Source: an optimization exercise on an open RTL-to-GDS flow (aim: small area, a short achievable clock period and few clock cycles per item). Production flows keep margins and buffers that such runs may drop.
At most, simulation tests tie the RTL to the original design; equivalence was not proved.

==> inputs of wip/lagoon <==
Design slot_seal, start of the top module:
module slot_seal (
    input  wire         clk,
    input  wire         rst,          
    input  wire         start,
    input  wire [127:0] key,
    input  wire [511:0] slot,
    input  wire [31:0]  generation,
    input  wire [15:0]  index,
    output wire         ready,
    output reg          done,
    output wire [63:0]  tag,
    output wire [31:0]  crc,
    output wire         tag_ok,
    output reg          crc_ok
);
clock: 10.0 ns
lec_check: 0
cap_margin: 20
core_margin: 2
core_utilization: 50
place_density: 0.6
setup_slack_margin: 4
slew_margin: 20
synth_hierarchical: 1
synth_minimum_keep_size: 0
standard.sh (not shown) runs the stock make flow with config.mk's settings and CLKGATE_MAP_FILE= SYNTH_SCRIPT=/design/flow/synth_recipe.tcl, a recipe that flattens the netlist after the stock synthesis.
==> flow/flow/run.sh <==
#!/bin/bash
# Layout: the standard flow (standard.sh), with every input and output
# port buffered by the smallest buffer, sky130_fd_sc_hd__buf_1, instead of
# the cell buffer_ports picks by default. Everything else is unchanged.
set -euo pipefail
export BUFFER_PORTS_ARGS="-buffer_cell sky130_fd_sc_hd__buf_1"
bash standard.sh > standard.log 2>&1
==> wip/pepper (differences from wip/lagoon) <==
--- a/flow/design.v
+++ b/flow/design.v
@@ -99,10 +99,20 @@
     slot_x2 xM23b (.a(n_M9), .b(n_M14), .y(M23b));
     wire M23c;
     slot_x2 xM23c (.a(T25), .b(M23a), .y(M23c));
     wire M23;
     slot_x2 xM23 (.a(M23b), .b(M23c), .y(M23));
+    wire M41;
+    slot_x2 xM41 (.a(M38), .b(M40), .y(M41));
+    wire M42;
+    slot_x2 xM42 (.a(M37), .b(M39), .y(M42));
+    wire M43;
+    slot_x2 xM43 (.a(M37), .b(M38), .y(M43));
+    wire M44;
+    slot_x2 xM44 (.a(M39), .b(M40), .y(M44));
+    wire M45;
+    slot_x2 xM45 (.a(M42), .b(M41), .y(M45));
     wire n_M46 = ~(M44 & T6);
     wire n_M47 = ~(M40 & T8);
     wire n_M48 = ~(M39 & U7);
     wire n_M49 = ~(M43 & T16);
     wire n_M50 = ~(M38 & T9);
@@ -177,22 +187,22 @@
     slot_x2 xL27 (.a(L8), .b(n_L10), .y(n_L27));
     wire n_L28;
     slot_x2 xL28 (.a(n_L11), .b(L14), .y(n_L28));
     wire L29;
     slot_x2 xL29 (.a(n_L11), .b(n_L17), .y(L29));
-    wire M37, M38, M39, M40, M41, M42, M43, M44, M45;
-    slot_gf16_inv u_inv (.M20(M20), .M21(M21), .M22(M22), .M23(M23), .M37(M37), .M38(M38), .M39(M39), .M40(M40), .M41(M41), .M42(M42), .M43(M43), .M44(M44), .M45(M45));
+    wire M37, M38, M39, M40;
+    slot_gf16_inv u_inv (.M20(M20), .M21(M21), .M22(M22), .M23(M23), .M37(M37), .M38(M38), .M39(M39), .M40(M40));
     slot_x2 xy7 (.a(n_L6), .b(n_L24), .y(y[7]));
     slot_xn2 xy6 (.a(n_L16), .b(n_L26), .y(y[6]));
     slot_xn2 xy5 (.a(n_L19), .b(n_L28), .y(y[5]));
     slot_x2 xy4 (.a(n_L6), .b(n_L21), .y(y[4]));
     slot_x2 xy3 (.a(L20), .b(L22), .y(y[3]));
     slot_x2 xy2 (.a(L25), .b(L29), .y(y[2]));
     slot_xn2 xy1 (.a(n_L13), .b(n_L27), .y(y[1]));
     slot_xn2 xy0 (.a(n_L6), .b(n_L23), .y(y[0]));
 endmodule
-module slot_gf16_inv (input wire M20, input wire M21, input wire M22, input wire M23, output wire M37, output wire M38, output wire M39, output wire M40, output wire M41, output wire M42, output wire M43, output wire M44, output wire M45);
+module slot_gf16_inv (input wire M20, input wire M21, input wire M22, input wire M23, output wire M37, output wire M38, output wire M39, output wire M40);
     wire M24 = M22 ^ M23;
     wire M25 = M22 & M20;
     wire M26 = M21 ^ M25;
     wire M27 = M20 ^ M21;
     wire M28 = M23 ^ M25;
@@ -206,15 +216,10 @@
     wire M36 = M24 ^ M25;
     assign M37 = M21 ^ M29;
     assign M38 = M32 ^ M33;
     assign M39 = M23 ^ M30;
     assign M40 = M35 ^ M36;
-    assign M41 = M38 ^ M40;
-    assign M42 = M37 ^ M39;
-    assign M43 = M37 ^ M38;
-    assign M44 = M39 ^ M40;
-    assign M45 = M42 ^ M41;
 endmodule
 module slot_x2 (input wire a, input wire b, output wire y);
     assign y = a ^ b;
 endmodule
 module slot_xn2 (input wire a, input wire b, output wire y);
CORE_UTILIZATION = 60   (was 50)
PLACE_DENSITY = 0.7   (was 0.6)
==> results.txt <==
fill cell count=8546; final core utilization=70.0%; Max Clk Rate=164 MHz; status=complete, no violations; syn_nets=7803; GRT met3 Usage=14.1%; fin cells=9243; commonest cells in the netlist=3520 x xor2_1, 727 x nand2_1, 335 x a22oi_1; Synth Area in Compound Gates=9.07%; Horiz. Die Dim=335 um; Reg area=0.0153 mm^2
That was wip/pepper.
==> results.txt <==
status=complete, no violations; Synth Area in Compound Gates=10.7%; Horiz. Die Dim=370 um; final core utilization=57.0%; GRT met3 Usage=10.1%; fin cells=9836; Max Clk Rate=163 MHz; fill cell count=12232
That was wip/lagoon.
Testbench counts of wip/pepper, summed over its fixed seeds: cycles 54,444, items 1,280.
Function not checked in wip/lagoon: the RTL went through the layout flow alone.

---

==> v34 <==
slot_seal, a different RTL version from the one above (not shown whole).
Settings: LEC_CHECK=0, CAP_MARGIN=20, CORE_MARGIN=2, CORE_UTILIZATION=40, PLACE_DENSITY=0.6, SETUP_SLACK_MARGIN=3, SLEW_MARGIN=20, SYNTH_HIERARCHICAL=1, SYNTH_MINIMUM_KEEP_SIZE=0; clock period 10.0 ns.
Scripts as last shown in full above: flow/flow/run.sh
==> v19 (differences from v34) <==
==> flow/run.sh (new file) <==
#!/bin/bash
# synth_recipe.tcl (not shown) runs the flow's synth.tcl, then flattens the netlist and writes it again
# the make line also repeats each setting of config.mk as NAME=value (left out here)
make -C /OpenROAD-flow-scripts/flow DESIGN_CONFIG=/design/flow/config.mk WORK_HOME=/design/flow/orfs CLKGATE_MAP_FILE= SYNTH_SCRIPT=/design/flow/synth_recipe.tcl finish
removed: flow/flow/run.sh
removed: flow/standard.sh
==> results.txt <==
| item | v34 | v19 |
|---|---|---|
| Result of the run | timing/DRC/antenna clean | timing/DRC/antenna clean |
| Finished Layout Cells | 10200 | 10400 |
| Met2 usage | 0.609 | 0.645 |
| Measured slew at the worst slew-check pin | 1.28 ns | 1.25 ns |
| Global-route wire length before repair | 479 mm | 503 mm |
| Post-Place Setup Slack | 1.85 ns | 1.74 ns |
| Worst max-slew margin expressed relative to the limit | 0.136 | 0.158 |
| Detailed-route wire length on metal 1 | 143 mm | 154 mm |
| Critical path capture point | cst[5] | cst[3] |
| Setup clock skew after layout | 0.0485 ns | 0.0400 ns |
| Detailed-route wire length | 367 mm | 387 mm |
| Maximum number of pins on one net before global-route repair | 130 | 180 |
| Register-to-register setup slack | 2.93 ns | 2.80 ns |
| GRT Overall Usage | 0.422 | 0.445 |
| # clk buffers | 98 | 104 |
| Number of antenna cells inserted | 27 | 23 |
| Total length of routed met3 wires | 42.4 mm | 42.7 mm |
| Slowest stage cell, crit path | a2111oi_2 | a21oi_1 |
| HPWL after detailed placement | 310 mm | 325 mm |
| Share of cells above drive strength 1 | 0.150 | 0.201 |
| Vias in the first global route | 54800 | 56600 |
| Filler cell count | 15700 | 14800 |
| FF-to-FF End | cst[5] | cst[3] |
| Maximum achievable frequency | 0.142 GHz | 0.139 GHz |
Testbench counts of v34, summed over its fixed seeds: cycles 54,118, items 1,280.
Testbench counts of v19, summed over its fixed seeds: cycles 54,118, items 1,280.

==> port drivers added, routing unchanged <==
How much do the figures lean on ideal ports? The routed layouts below were timed once more, with nothing changed but the port constraints.
Step 1 sets driving cells, clkbuf_16 on the clock port and buf_2 on the other inputs (assumed; they add their load-dependent delay and slew).
Step 2, shift: input delay + t, output delay - t, t = (earliest + latest rising clock arrival at the registers) / 2. This alone moves slack from input paths to output paths.
Three values: ideal, step 1, step 2; two values: the first two.
| run | shift t [ns] | setup WS [ns] | worst setup path at the end | slew at the worst register clock pin (ns) | cell pins on the clock port's net |
|---|---|---|---|---|---|
| wip/lagoon | 0.803 | 3.868 / 3.780 / 3.185 | input to register | 0.07 / 0.07 | 1 |
| wip/pepper | 0.765 | 3.906 / 3.817 / 3.226 | input to register | 0.07 / 0.07 | 1 |
| v34 | 0.837 | 2.934 / 2.934 / 2.845 | input to register | 0.07 / 0.07 | 1 |
| v19 | 0.813 | 2.800 / 2.800 / 2.555 | input to register | 0.08 / 0.08 | 1 |
After both steps every run listed still meets setup and hold. For wip/lagoon, which loses most, drivers alone change the setup slack by -0.088 ns; drivers and shift together by -0.683 ns.
